This design comes from an exercise in tuning for small area, a short achievable clock period and few clock cycles on the open sky130 flow, not from production work. In this exercise RTL edits were held to simulation tests only and were not proved equivalent to the original. Power is estimated from default activity; no workload was simulated.

==> flow/design.v (outline; a module is shown in full before it is edited, if it fits) <==
// module crc_unit: 611 lines
// module crc_block: 350 lines
module crc_block (
    input  wire        clk,
    input  wire        rst_n,
    input  wire        bus_valid,
    input  wire        bus_write,
    input  wire [11:0] bus_addr,
    input  wire [1:0]  bus_size,
    input  wire [31:0] bus_wdata,
    output wire        bus_ready,
    output reg         bus_rvalid,
    output wire [31:0] bus_rdata,
    output wire        irq_crc
);
  // ...
==> flow/flow/run.sh <==
#!/bin/bash
# The standard layout (standard.sh: standard synthesis, floorplan, placement, CTS,
# routing), with the timing repair asked to leave 9 ns of setup slack at the design's
# 14 ns clock instead of stopping at 0. The SDC and the clock period are unchanged.
set -euo pipefail
cd "$(dirname "$0")/.."
bash standard.sh SETUP_SLACK_MARGIN=9 finish > flow_make.log 2>&1
==> flow/standard.sh <==
#!/bin/bash
# synth_recipe.tcl (not shown) runs the flow's synth.tcl, then flattens the netlist and writes it again
# the make line also repeats each setting of config.mk as NAME=value (left out here)
make -C /OpenROAD-flow-scripts/flow DESIGN_CONFIG=/design/flow/config.mk WORK_HOME=/design/flow/orfs CLKGATE_MAP_FILE= SYNTH_SCRIPT=/design/flow/synth_recipe.tcl "${@:-finish}"
==> flow/config.mk <==
export PLATFORM = sky130hd
export DESIGN_NAME = crc_block
export DESIGN_NICKNAME = crc_block
export VERILOG_FILES = /design/flow/design.v
export SDC_FILE = /design/flow/constraint.sdc
export NUM_CORES = 4
export LEC_CHECK = 0
export CAP_MARGIN = 30
export CORE_MARGIN = 2
export CORE_UTILIZATION = 50
export PLACE_DENSITY = 0.6
export SLEW_MARGIN = 40
==> flow/constraint.sdc <==
create_clock -name core_clock -period 14.0 [get_ports {clk}]
set_input_delay 2.8000 -clock core_clock [delete_from_list [all_inputs] [get_ports {clk}]]
set_output_delay 2.8000 -clock core_clock [all_outputs]
set_load 0.01 [all_outputs]
==> reports/results.txt, run 1 <==
Routed Wire Length: 260000 um
CTS Sinks: 818
ranking of synthesized cells by area: dfxtp_1 (30%), xnor2_1 (13%), nand2_1 (9.0%), a21oi_1 (6.5%), xor2_1 (5.8%)
Unique masters post-synth: 82
Critical Path Sink Type: primary output
Ports: 85
most common cell in the netlist: nand2_1
WP data required: 11.20 ns
Synth Area in XOR/XNOR: 24.0%
Seq area share: 29.5%
top cell category: multi-input gates
Clock-cell share: 5.01%
number of port buffers: 82
RSZ-0062 raised after global routing: yes
hold crit path type: reg -> reg
clock-pin slew on the worst setup and hold paths: 0.06 ns
PwrDens: 170 nW/um^2
Avg Cell Area, Syn: 8.23 um^2
Top delay family on crit path: compound AO/OA/AOI/OAI gates
Syn Std Cell Area: 50500 um^2
clock buffer depth: 3
Max VDD drop: 0.131 mV
Final WS setup: 8.65 ns
pre-CTS setup slack: 7.49 ns
fin crit period: 5.35 ns
footprint of the multi-input gates: 32200 um^2
multi-input gates: 4716
cell area after placement: 53300 um^2
Top FF cell, synth: dfxtp_1
met3 Use GR: 20.2%
status: timing/DRC/antenna clean
WHS: 0.452 ns
Ys Warns: 1
GRT met2 Usage: 65.0%
routed wire length on met3: 40900 um
Crit-path slowest cell: a222oi_1
sequential cell area: 17000 um^2
via count: 50.8k
FFs & Latches: 818
Num CTS Buffers: 89
post-synth top area share: 29.9%
commonest non-fill, non-tap cells in the layout: nand2_1 (1211), dfxtp_1 (737), xnor2_1 (732)
Synth Register Bits: 818
grt total ovfl: 0
Worst R2R Path Depth: 11
Testbench counts, summed over its fixed seeds: cycles 7,521.
==> run 2: changes to the inputs <==
--- a/flow/config.mk
+++ b/flow/config.mk
@@ -8,5 +8,7 @@
 export CAP_MARGIN = 30
 export CORE_MARGIN = 2
 export CORE_UTILIZATION = 50
+export CTS_CLUSTER_DIAMETER = 80
+export CTS_CLUSTER_SIZE = 18
 export PLACE_DENSITY = 0.6
 export SLEW_MARGIN = 40
==> reports/results.txt, run 2 <==
Die W: 322 um
Final Hold Viols: 0
Hold-fix buffers, CTS: 0
Skew-Pair Late Insertion Delay: 0.72 ns
Area Growth Syn to Fin: 12.3%
ranking of synthesized cells by area: dfxtp_1 (30%), xnor2_1 (13%), nand2_1 (9.0%), a21oi_1 (6.5%), xor2_1 (5.8%)
setup TNS: 0 ns
die area: 104000 um^2
Iter 0 DRT Violations: 8208
DRC: 0
nets: 6121
Slew Limit Fails: 0
Pre-antenna DRT Iters: 10
period utilisation layout: 38.1%
Ports: 85 (unchanged)
Ys Warns: 1 (unchanged)
PwrDens: 160 nW/um^2 (-5.9%)
Largest regs: g_slot.val x192, g_slot.ctx x96, g_slot.stg x96
H-tree levels: 2
most common cell after layout, fill and taps aside: nand2_1
share of post-route cells with drive strength above 1: 11.8%
most common cell in the netlist: nand2_1
Max-Cap Viols: 0
status: timing/DRC/antenna clean
fmax: 0.187 GHz
sequential share of the synthesized area: 33.7%
Avg Cell Area, Syn: 8.23 um^2 (unchanged)
Synth area leader: dfxtp_1
design area: 56800 um^2
leakage power: 19.5 nW
Critical Path Sink Type: primary output
initial core utilization: 50.5%
largest net degree at the start of global routing: 151
vias in the first global route: 44.7k
clock root buffer: clkbuf_16
EDFF count, synth: 64
wire per inst: 35.1 um
commonest non-fill, non-tap cells in the layout: nand2_1 (1211), dfxtp_1 (736), xnor2_1 (732)
grt total ovfl: 0 (unchanged)
hold crit path type: reg -> reg
CP Launch Type: flip-flop
Max VDD drop: 0.131 mV (-0.13%)
Syn Nets: 6193
core area: 100000 um^2
via count: 50.4k (-0.79%)
CP Max Fanout: 2
worst-case clock skew: 0.0578 ns
clock-pin slew on the worst setup and hold paths: 0.08 ns (+0.02 ns)
number of port buffers: 82 (unchanged)
Routed Wire Length: 259000 um (-0.24%)
Synth Register Bits: 818 (unchanged)
fin util: 56.7%
RePlAce Congestion: 1.09
setup violators final: 0
largest reg by FF count: g_slot.val
crit path kind: reg -> out
Pwr Total: 0.00908 W
Syn Std Cell Area: 50500 um^2 (unchanged)
critical path arrival: 2.54 ns
cell area after placement: 53300 um^2 (unchanged)
ys async rst share: 0%
Unique masters post-synth: 82 (unchanged)
clock buffer depth: 3 (unchanged)
top cells by count, synth: nand2_1 (1218), xnor2_1 (765), dfxtp_1 (754)
max reg flops: 192
CTS tree: yes
first-pass GRT wire length: 354000 um
Die Height: 322 um
Num CTS Buffers: 55 (-38%)
row count: 116
total track usage: 48.2%
WP data required: 11.20 ns (about the same)
Top FF cell, synth: dfxtp_1
post-route ant nets: 0
RSZ-0062 raised after global routing: yes
WHS: 0.444 ns (-0.00869 ns)
fin crit period: 5.34 ns (-0.00907 ns)
slew margin rel.: 33.1%
post-synth top area share: 29.9% (unchanged)
HPWL after detailed placement: 176000 um
vias per cell: 6.82
Worst-Margin Slew: 0.996 ns
initial antenna violation count: 29
CTS Sinks: 818 (unchanged)
post-synthesis cell count: 6139
run 2: cell counts after synthesis:
No cell type changed its count.
run 2: power breakdown:
group / internal [W] / leakage, nW / switching, W
logic: 0.00179 / 11.9 / 0.00323
clock network: 0.000744 / 0.777 / 0.000910
registers: 0.00237 / 6.75 / 0.0000336
total: 0.00490 / 19.5 / 0.00418
run 2: metrics by stage:
step                worst slack [ns]  instances
floorplan                       9.07       6139
global placement                7.26       7182
detailed placement              7.49       7191
CTS                             8.73       7332
global route                    8.71       7383
finish                          8.66       7391
run 2: cell families after synthesis:
group | count (synthesis) | synth area share, %
AOI/OAI and AO/OA | 1649 | 21.3
adders and majority gates | 4 | 0.114
muxes | 85 | 1.93
xor gates and xnor gates | 1219 | 24.0
and+or+nand+nor | 1759 | 14.3
buffers and inverters | 605 | 4.68
DFF | 818 | 33.7
run 2: final cells by class:
type                       count  area (um^2)
sequential                   818        17100
antenna                        8         20.0
inverter                      28          121
multi-input combinational   4716        32200
timing repair buffer         446         4090
timing repair inverter         2         17.5
tap                         1298         1620
fill                        9317        43400
clock buffer                  64         1440
clock inverter                11          149
run 2: worst paths after layout:
check	end	slack (ns)	start	depth (start not counted)
worst max-delay path	bus_rdata[16]	8.66	a_val[47]	4
worst min-delay path	a_stg[19]	0.44	g_slot[0].stg[19]	2
worst max register to register	a_val[0]	8.91	p_wdata[7]	11
worst min register to register	a_stg[19]	0.44	g_slot[0].stg[19]	2
run 2: repair_timing:
action	CTS	global route
endpoints found under the setup margin	218	138
setup buffers	61	45
pin swaps	53	57
cloned	5	4
hold endpoints to repair	0	0
gates resized for setup	240	73
run 2: worst max-delay path, cell delays in order, from the launching register on:
cell      delay, ns
edfxtp_1       0.62
a222oi_1       0.60
nand3_1        0.24
xor2_1         0.19
buf_2          0.16
run 2: layer usage:
layer  GRT usage, %  up-vias  wire, um
met2           64.4     3914     99800
met4           27.9       36     19000
met3           20.8      885     40900
met1           63.8    24358     99100
li1               -    21212         -
met5          0.615        -       363
==> run 3: changes to the inputs <==
==> flow/config.mk (replaced) <==
export PLATFORM = sky130hd
export DESIGN_NAME = crc_block
export DESIGN_NICKNAME = crc_block
export VERILOG_FILES = /design/flow/design.v
export SDC_FILE = /design/flow/constraint.sdc
export NUM_CORES = 4
export LEC_CHECK = 0
export CAP_MARGIN = 20
export CORE_MARGIN = 2
export CORE_UTILIZATION = 50
export PLACE_DENSITY = 0.6
export SLEW_MARGIN = 20
==> reports/results.txt, run 3 <==
max reg flops: 192 (unchanged)
HPWL after detailed placement: 174000 um (-0.99%)
Skew-Pair Late Insertion Delay: 0.73 ns (about the same)
clock-pin slew on the worst setup and hold paths: 0.06 ns (-0.02 ns)
grt total ovfl: 0 (unchanged)
DRC: 0 (unchanged)
number of port buffers: 82 (unchanged)
top cells by count, synth: nand2_1 (1218), xnor2_1 (765), dfxtp_1 (754)
RePlAce Congestion: 1.09 (unchanged)
largest reg by FF count: g_slot.val
EDFF count, synth: 64 (unchanged)
period utilisation layout: 38.3% (+0.18 points)
fin crit period: 5.36 ns (+0.0253 ns)
CTS tree: yes
Iter 0 DRT Violations: 9108 (+11%)
clock buffer depth: 3 (unchanged)
ranking of synthesized cells by area: dfxtp_1 (30%), xnor2_1 (13%), nand2_1 (9.0%), a21oi_1 (6.5%), xor2_1 (5.8%)
pre-CTS setup slack: 7.27 ns (-0.222 ns)
Max VDD drop: 0.127 mV (-2.9%)
Ys Warns: 1 (unchanged)
H-tree levels: 3 (+1)
WP data required: 11.20 ns (about the same)
core area: 100000 um^2 (unchanged)
critical path arrival: 2.56 ns (+0.02 ns)
PwrDens: 171 nW/um^2 (+7.2%)
total net switching power: 0.00434 W (+3.8%)
Slew Limit Fails: 0 (unchanged)
fmax: 0.187 GHz (-0.47%)
CP Max Fanout: 2 (unchanged)
Top delay family on crit path: compound AO/OA/AOI/OAI gates
Int Pwr: 0.00554 W (+13%)
share of post-route cells with drive strength above 1: 11.9% (+0.061 points)
clock share of power: 25.1% (+6.9 points)
vias in the first global route: 45.1k (+0.92%)
Final WS setup: 8.64 ns (-0.0253 ns)
Syn Nets: 6193 (unchanged)
crit path kind: reg -> out
first-pass GRT wire length: 356000 um (+0.75%)
die area: 104000 um^2 (unchanged)
setup violators final: 0 (unchanged)
status: timing/DRC/antenna clean
Switching Fraction: 43.9% (-2.1 points)
setup TNS: 0 ns (unchanged)
Critical Path, Cell by Cell: a222oi_1 > nand3_1 > xor2_1 > buf_2
Reg power frac: 24.4% (-2.1 points)
Critical Path Sink Type: primary output
Synth area leader: dfxtp_1
initial antenna violation count: 16 (-45%)
Top FF cell, synth: dfxtp_1
wire per inst: 34.9 um (-0.59%)
Die W: 322 um (unchanged)
slew margin rel.: 16.6% (-17 points)
row count: 116 (unchanged)
clock root buffer: clkbuf_16
commonest non-fill, non-tap cells in the layout: nand2_1 (1211), xnor2_1 (744), dfxtp_1 (740)
post-synthesis cell count: 6139 (unchanged)
Unique masters post-synth: 82 (unchanged)
Max-Cap Viols: 0 (unchanged)
worst-case clock skew: 0.0612 ns (+0.00334 ns)
post-synth top area share: 29.9% (unchanged)
CP Launch Type: flip-flop
Final Hold Viols: 0 (unchanged)
final std cells w/o fill: 7462 (+0.96%)
WHS: 0.453 ns (+0.00993 ns)
CTS Sinks: 818 (unchanged)
leakage power: 19.9 nW (+2.3%)
Crit-path slowest cell: a222oi_1
total track usage: 48.6% (+0.38 points)
Ports: 85 (unchanged)
largest net degree at the start of global routing: 151 (unchanged)
Comb power frac: 50.5% (-4.8 points)
DP Cell Count: 7182 (-0.13%)
Die Height: 322 um (unchanged)
initial core utilization: 50.5% (unchanged)
Pre-antenna DRT Iters: 10 (unchanged)
Num CTS Buffers: 90 (+64%)
nets: 6134 (+0.21%)
CP max stage delay: 0.63 ns (about the same)
Synth Register Bits: 818 (unchanged)
vias per cell: 6.80 (-0.28%)
fin util: 57.5% (+0.82 points)
Largest regs: g_slot.val x192, g_slot.ctx x96, g_slot.stg x96
RSZ-0062 raised after global routing: yes
Routed Wire Length: 260000 um (+0.37%)
FILL cells: 9223 (-1.0%)
sequential share of the synthesized area: 33.7% (unchanged)
post-route ant nets: 0 (unchanged)
hold crit path type: reg -> reg
ys async rst share: 0% (unchanged)
Avg Cell Area, Syn: 8.23 um^2 (unchanged)
Syn Std Cell Area: 50500 um^2 (unchanged)
Worst-Margin Slew: 1.25 ns (+0.253 ns)
Worst Path Buf+Inv: 1 (unchanged)
most common cell in the netlist: nand2_1
via count: 50.7k (+0.68%)
Area Growth Syn to Fin: 13.9%
most common cell after layout, fill and taps aside: nand2_1
==> run 3: cell counts after synthesis <==
No cell type changed its count.
==> run 3: worst paths after layout <==
check,start,end,slack [ns],cells past startpoint
max,a_val[47],bus_rdata[16],8.64,4
min,g_slot[2].ctx[25],g_slot[2].ctx[25],0.45,2
max reg2reg,f_nrf,a_val[0],8.83,11
min reg2reg,g_slot[2].ctx[25],g_slot[2].ctx[25],0.45,2
==> run 3: layer usage <==
| metal | vias to the layer above | GRT usage, % | routed length [um] |
|---|---|---|---|
| met2 | 3943 | 64.5 | 99900 |
| met3 | 891 | 20.7 | 40700 |
| li1 | 21307 | - | - |
| met5 | - | 0 | 204 |
| met1 | 24585 | 64.3 | 99400 |
| met4 | 22 | 29.8 | 19800 |
==> run 3: what timing repair did <==
item / 4_1_cts / 5_1_grt
pin swaps: 49 / 35
endpoints found under the hold margin: 0 / 0
cloned: 5 / 0
resized for setup: 231 / 49
hold buffers: 0 / 0
endpoints found under the setup margin: 281 / 136
buffers inserted: 71 / 27
==> run 3: worst min-delay path, delay by kind of cell, from the launching register on <==
kind / cells / cell delay, ns
DFF: 1 / 0.31
and+or+nand+nor: 1 / 0.05
AOI/OAI and AO/OA: 1 / 0.05
==> run 3: area by class of cell <==
class	instances	area, um^2	share of cell area [%]
Multi-Input combinational cell	4716	31900	55.4
Sequential cell	818	17000	29.6
Timing Repair Buffer	424	3750	6.51
Clock buffer	138	2680	4.66
Tap cell	1298	1620	2.82
Clock inverter	29	403	0.700
Inverter	28	121	0.211
Antenna cell	9	22.5	0.0391
Timing Repair inverter	2	17.5	0.0304
==> run 3: cells by family (layout without fill, tap and decap cells) <==
group                      Yosys count  after routing  share of synthesized area [%]
and+or+nand+nor                   1759           1759                           14.3
AOI/OAI and AO/OA                 1649           1649                           21.3
xor gates and xnor gates          1219           1219                           24.0
DFF                                818            818                           33.7
buffers and inverters              605            621                           4.68
muxes                               85             85                           1.93
adders and majority gates            4              4                          0.114
other                                0              9                              0
==> run 3: stage by stage <==
step / area (um^2) / power, W
after CTS: 57200 / 0.00950
after global placement: 52900 / 0.00706
after floorplan: 50600 / 0.00529
final: 57600 / 0.00987
after global routing: 57600 / 0.00993
after detailed placement: 52900 / 0.00701
==> run 3: power groups by stage <==
stage	clock network [W]	registers (W)	logic [W]
4_1_cts	0.00247	0.00241	0.00462
6_report	0.00248	0.00241	0.00499
3_3_place_gp	0	0.00247	0.00459
5_1_grt	0.00257	0.00241	0.00495
3_5_place_dp	0	0.00247	0.00454
2_1_floorplan	0	0.00244	0.00285

-- afterwards: timing with drivers on the ports --
No port has a modelled driver above. Below, the same layouts with a new extraction and two added sets of constraints.
Step 1 sets driving cells, clkbuf_16 on the clock port and buf_2 on the other inputs (assumed; they add their load-dependent delay and slew).
Step 2, shift: input delay + t, output delay - t, t = (earliest + latest rising clock arrival at the registers) / 2. This alone moves slack from input paths to output paths.
Three values: no drivers, after step 1, after step 2; two values: the first two.
run | shift t [ns] | setup slack, ns | clock arrival spread, ns | worst register clock-pin slew, ns
run 1 | 0.746 | 8.654 / 8.582 / 8.353 | 0.051 / 0.050 | 0.07 / 0.07
run 2 | 0.767 | 8.664 / 8.592 / 8.319 | 0.059 / 0.058 | 0.09 / 0.09
run 3 | 0.774 | 8.638 / 8.564 / 8.271 | 0.062 / 0.062 | 0.07 / 0.07
After both steps setup and hold are still met in every run listed. For run 3, which loses most, drivers alone change the setup slack by -0.074 ns; drivers and shift together by -0.367 ns.
